From an optimization exercise on the open Yosys and OpenROAD flow, aimed at small area and few clock cycles per item; shortcuts taken in it are not production practice.
Function was checked by simulation only, so behaviour that the tests miss may differ from the original.

==> inputs of exp/harbor <==
Design ctl_pid, start of the top module:
module ctl_pid (
    input  wire        clk,
    input  wire        rst,
    input  wire        in_valid,
    output wire        in_ready,
    input  wire        restart,
    input  wire [31:0] y,
    input  wire [31:0] ri,
    input  wire [31:0] u0,
    input  wire        slew_en,
    input  wire [30:0] slew,
    input  wire [23:0] kp,
    input  wire [23:0] ki,
    input  wire [23:0] kd,
    input  wire [23:0] kn,
    input  wire [31:0] lo,
    input  wire [31:0] hi,
    input  wire [31:0] rp_in,
    input  wire [31:0] yp_in,
    input  wire [47:0] d_in,
    input  wire [47:0] i_in,
    input  wire [31:0] u_prev_in,
    input  wire        reinit_in,
    output reg         out_valid,
    output reg  [31:0] u,
    output reg  [31:0] r_out,
    output reg  [47:0] d_out,
    output reg  [47:0] i_out
);
    assign in_ready = 1'b1;
    wire signed [31:0] ys  = y;
    wire signed [31:0] ris = ri;
    wire signed [31:0] los = lo;
    wire signed [31:0] his = hi;
    wire signed [31:0] rp = restart ? ys : $signed(rp_in);
    wire signed [47:0] d0 = restart ? 48'sd0 : $signed(d_in);
    wire signed [31:0] u0s = u0;
    wire signed [31:0] u0c = (u0s < los) ? los : (u0s > his) ? his : u0s;
    wire signed [31:0] up  = restart ? u0c : $signed(u_prev_in);
    wire signed [32:0] rhi = rp + $signed({2'b00, slew});
    wire signed [32:0] rlo = rp - $signed({2'b00, slew});
    wire signed [31:0] r = !slew_en ? ris :
                           (ris > rhi) ? rhi[31:0] :
                           (ris < rlo) ? rlo[31:0] : ris;
    wire signed [32:0] ew  = r - ys;
    wire signed [31:0] e   = (ew > 33'sd2147483647) ? 32'sh7FFFFFFF :
                             (ew < -33'sd2147483648) ? 32'sh80000000 : ew[31:0];
  ...
==> flow/config.mk <==
export PLATFORM = sky130hd
export DESIGN_NAME = ctl_pid
export DESIGN_NICKNAME = ctl_pid
export VERILOG_FILES = /design/flow/design.v
export SDC_FILE = /design/flow/constraint.sdc
export NUM_CORES = 4
export LEC_CHECK = 0
export CAP_MARGIN = 20
export CORE_MARGIN = 2
export CORE_UTILIZATION = 55
export CTS_BUF_LIST = sky130_fd_sc_hd__clkbuf_4 sky130_fd_sc_hd__clkbuf_8
export SLEW_MARGIN = 20
==> flow/constraint.sdc <==
create_clock -name core_clock -period 20.0 [get_ports {clk}]
set_input_delay 4.0000 -clock core_clock [delete_from_list [all_inputs] [get_ports {clk}]]
set_output_delay 4.0000 -clock core_clock [all_outputs]
set_load 0.01 [all_outputs]
standard.sh (not shown) runs the stock make flow with config.mk's settings and CLKGATE_MAP_FILE= SYNTH_SCRIPT=/design/flow/synth_recipe.tcl, a recipe that flattens the netlist after the stock synthesis.
==> flow/flow/run.sh <==
#!/bin/bash
# Own layout flow: the standard synthesis and layout, with two changes
# between them and in them:
#  - after synthesis, flow/polopt.py re-picks the polarity of full adders and
#    XOR gates so that fewer inverters are needed (same registers, same
#    function; see the script);
#  - port buffering uses the smallest buffer, sky130_fd_sc_hd__buf_1.
# Each step's full output goes to a log file of its own in this folder.
set -euo pipefail
R=orfs/results/${FLOW_PLATFORM}/ctl_pid/base

bash standard.sh synth > std_synth.log 2>&1

cp "$R/1_2_yosys.v" 1_2_yosys.std.v
python3 flow/polopt.py 1_2_yosys.std.v 1_2_yosys.polopt.v > polopt.log 2>&1
cp 1_2_yosys.polopt.v "$R/1_2_yosys.v"
rm -f "$R/1_synth.odb" "$R/1_synth.sdc"

export BUFFER_PORTS_ARGS="-buffer_cell sky130_fd_sc_hd__buf_1"
bash standard.sh finish > std_finish.log 2>&1
rm -f 1_2_yosys.std.v 1_2_yosys.polopt.v
Other scripts of this flow, unchanged in this note and not shown: flow/flow/polopt.py
==> inputs of exp/willow, as changes to exp/harbor <==
--- a/flow/design.v
+++ b/flow/design.v
@@ -74,25 +74,27 @@
     wire               g_lo = (gw < -56'sd140737488355328);
     wire        [48:0] gdw  = gw[48:0] - {d0[47], d0};
     wire signed [48:0] gd_n = gdw;
     wire signed [48:0] gd_h = 49'sd140737488355327 - d0;
     wire signed [48:0] gd_l = -49'sd140737488355328 - d0;
     wire signed [48:0] gd   = g_hi ? gd_h : g_lo ? gd_l : gd_n;
     reg               vb, reinitb;
-    reg signed [31:0] eb, rb, upb, lob, hib;
+    reg signed [31:0] eb, rb, lob, hib;
     reg        [23:0] kpb, kib;
     reg signed [48:0] gdb;
-    reg signed [47:0] d0b, ib;
+    reg signed [47:0] d0b;
+    reg signed [47:0] zb;         
     reg        [16:0] knb;
     always @(posedge clk) begin
         if (rst) vb <= 1'b0;
         else     vb <= in_valid;
         reinitb <= restart | reinit_in;
-        eb <= e;   rb <= r;   upb <= up;  lob <= los;  hib <= his;
-        kpb <= kp; kib <= ki; gdb <= gd;  d0b <= d0;   ib <= i_in;
+        eb <= e;   rb <= r;   lob <= los;  hib <= his;
+        kpb <= kp; kib <= ki; gdb <= gd;  d0b <= d0;
+        zb <= (restart | reinit_in) ? {up, 16'd0} : i_in;
         knb <= knc;
     end
     wire [24:0] kpx = {kpb, 1'b0};
     wire [24:0] kix = {kib, 1'b0};
     wire [32:0] ex  = {eb[31], eb};
     reg  [55:0] kpe_s, kie_s, rowp, rowi, negp, negi;
     reg  [32:0] selp, seli;
@@ -139,18 +141,18 @@
             rowf = {13'd0, ~self[49], self[48:0]} << (2*m);
             f_s = f_s + rowf;
         end
     end
     localparam [63:0] FOFF = -(64'h15555 << 49);
     wire [63:0] fsum = f_s + f_neg + FOFF + {d0b, 16'd0} + 64'h7FFF + {63'd0, ~fneg};
     wire signed [47:0] dn = fsum[63:16];
-    wire signed [49:0] iw = $signed({upb, 16'd0}) - $signed({p, 16'd0}) - dn;
+    wire signed [49:0] iw = zb - $signed({p, 16'd0}) - dn;
     wire signed [47:0] ir = (iw > 50'sd140737488355327) ? 48'sh7FFFFFFFFFFF :
                             (iw < -50'sd140737488355328) ? 48'sh800000000000 : iw[47:0];
-    wire signed [47:0] i1 = reinitb ? ir : ib;
+    wire signed [47:0] i1 = reinitb ? ir : zb;
     wire               kie_big = (kie[55:48] != {8{kie[48]}});
     wire signed [49:0] icw = i1 + $signed(kie[48:0]);
     wire signed [47:0] ic  = (kie_big ? !kie[55] : (icw > 50'sd140737488355327)) ? 48'sh7FFFFFFFFFFF :
                              (kie_big ?  kie[55] : (icw < -50'sd140737488355328)) ? 48'sh800000000000 : icw[47:0];
     reg               vc;
     reg signed [47:0] icc, i1c, dnc;
     reg signed [31:0] pc, rc, loc, hic;
@@ -159,20 +161,20 @@
         else     vc <= vb;
         icc <= ic;  i1c <= i1;  dnc <= dn;
         pc <= p;    rc <= rb;   loc <= lob;  hic <= hib;
     end
     wire signed [48:0] icd = icc + dnc;
     wire               qc  = icd[15] & ((|icd[14:0]) | ~icd[48]);
     wire signed [33:0] vw  = pc + $signed(icd[48:16]) + $signed({1'b0, qc});
-    wire signed [31:0] v   = (vw > 34'sd2147483647) ? 32'sh7FFFFFFF :
-                             (vw < -34'sd2147483648) ? 32'sh80000000 : vw[31:0];
-    wire               v_lt_lo = (v < loc);
-    wire               v_gt_hi = (v > hic);
-    wire               inlim = !v_lt_lo && (v != loc) && !v_gt_hi && (v != hic);
+    wire signed [33:0] lox = loc;
+    wire signed [33:0] hix = hic;
+    wire               v_lt_lo = (vw < lox);
+    wire               v_gt_hi = (vw > hix);
+    wire               inlim = !v_lt_lo && (vw != lox) && !v_gt_hi && (vw != hix);
     always @* begin
         out_valid = vc;
-        u     = v_lt_lo ? loc : v_gt_hi ? hic : v;
+        u     = v_lt_lo ? loc : v_gt_hi ? hic : vw[31:0];
         r_out = rc;
         d_out = dnc;
         i_out = inlim ? icc : i1c;
     end
 endmodule
==> flow/flow/run.sh (replaced) <==
#!/bin/bash
# Own layout flow: the standard synthesis and layout, with these changes:
#  - synthesis maps the logic left after the full and half adders with an
#    area-oriented ABC script (flow/abc_area.script, through ABC_AREA=1 and a
#    copy of ORFS's scripts folder); registers are mapped before ABC runs, so
#    they are the standard synthesis's;
#  - after synthesis, flow/polopt.py re-picks the polarity of full adders and
#    XOR gates so that fewer inverters are needed (same registers, same
#    function; see the script);
#  - port buffering uses the smallest buffer, sky130_fd_sc_hd__buf_1;
#  - clock tree synthesis inserts no dummy loads.
# Each step's full output goes to a log file of its own in this folder.
set -euo pipefail
R=orfs/results/${FLOW_PLATFORM}/ctl_pid/base

rm -rf scripts_abc
cp -r "$FLOW_HOME/scripts" scripts_abc
cp flow/abc_area.script scripts_abc/abc_area.script
SCRIPTS_DIR="$PWD/scripts_abc" ABC_AREA=1 bash standard.sh synth > std_synth.log 2>&1

cp "$R/1_2_yosys.v" 1_2_yosys.std.v
python3 flow/polopt.py 1_2_yosys.std.v 1_2_yosys.polopt.v > polopt.log 2>&1
cp 1_2_yosys.polopt.v "$R/1_2_yosys.v"
rm -f "$R/1_synth.odb" "$R/1_synth.sdc" 1_2_yosys.std.v 1_2_yosys.polopt.v

export BUFFER_PORTS_ARGS="-buffer_cell sky130_fd_sc_hd__buf_1"
export CTS_ARGS="-sink_clustering_enable -repair_clock_nets -dont_use_dummy_load -buf_list {sky130_fd_sc_hd__clkbuf_4 sky130_fd_sc_hd__clkbuf_8}"
bash standard.sh finish > std_finish.log 2>&1
rm -rf scripts_abc
==> flow/flow/abc_area.script (new file) <==
&get -n
&st
&dch
&nf -R 1000 -p
&put
topo
stime -c
dnsize -c
==> comparison <==
Between exp/willow and exp/harbor, the lower critical path depth is in exp/harbor (gap 3). Of exp/harbor and exp/willow, exp/willow has the higher utilization (gap 1.2 points). Of exp/willow and exp/harbor, exp/willow has the higher register-to-register slack (gap 0.38 ns). Between exp/harbor and exp/willow, the lower setup slack is in exp/harbor (gap 0.38 ns). exp/willow ran to the end with no violations. exp/harbor completed with no timing, DRC or antenna violations.
Testbench counts of exp/harbor, summed over its fixed seeds: cycles 32,016, items 32,000.
Testbench counts of exp/willow, summed over its fixed seeds: cycles 32,016, items 32,000.

static timing again, ports no longer ideal:
The results above use ideal ports. As a check the final layouts listed here were re-extracted and re-timed, cells and wires unchanged.
Step 1 (the two cells are an assumption about what drives the block):
set clk [get_ports {clk}]
set_driving_cell -lib_cell sky130_fd_sc_hd__clkbuf_16 $clk
set_driving_cell -lib_cell sky130_fd_sc_hd__buf_2 [delete_from_list [all_inputs] $clk]
Step 2, shift: input delay + t, output delay - t, t = (earliest + latest rising clock arrival at the registers) / 2. This alone moves slack from input paths to output paths.
Three values: no drivers, after step 1, after step 2; two values: the first two.
run	t, ns	slack for setup (ns)	hold slack, ns	worst slew at a driven data input, ns
exp/harbor	0.996	0.686 / 0.686 / 0.347	0.321 / 0.321 / 0.321	0.16
exp/willow	0.926	1.065 / 1.065 / 0.736	0.321 / 0.321 / 0.321	0.17
After both steps every run listed still meets setup and hold. For exp/harbor, which loses most, drivers alone change the setup slack by 0.000 ns; drivers and shift together by -0.339 ns.
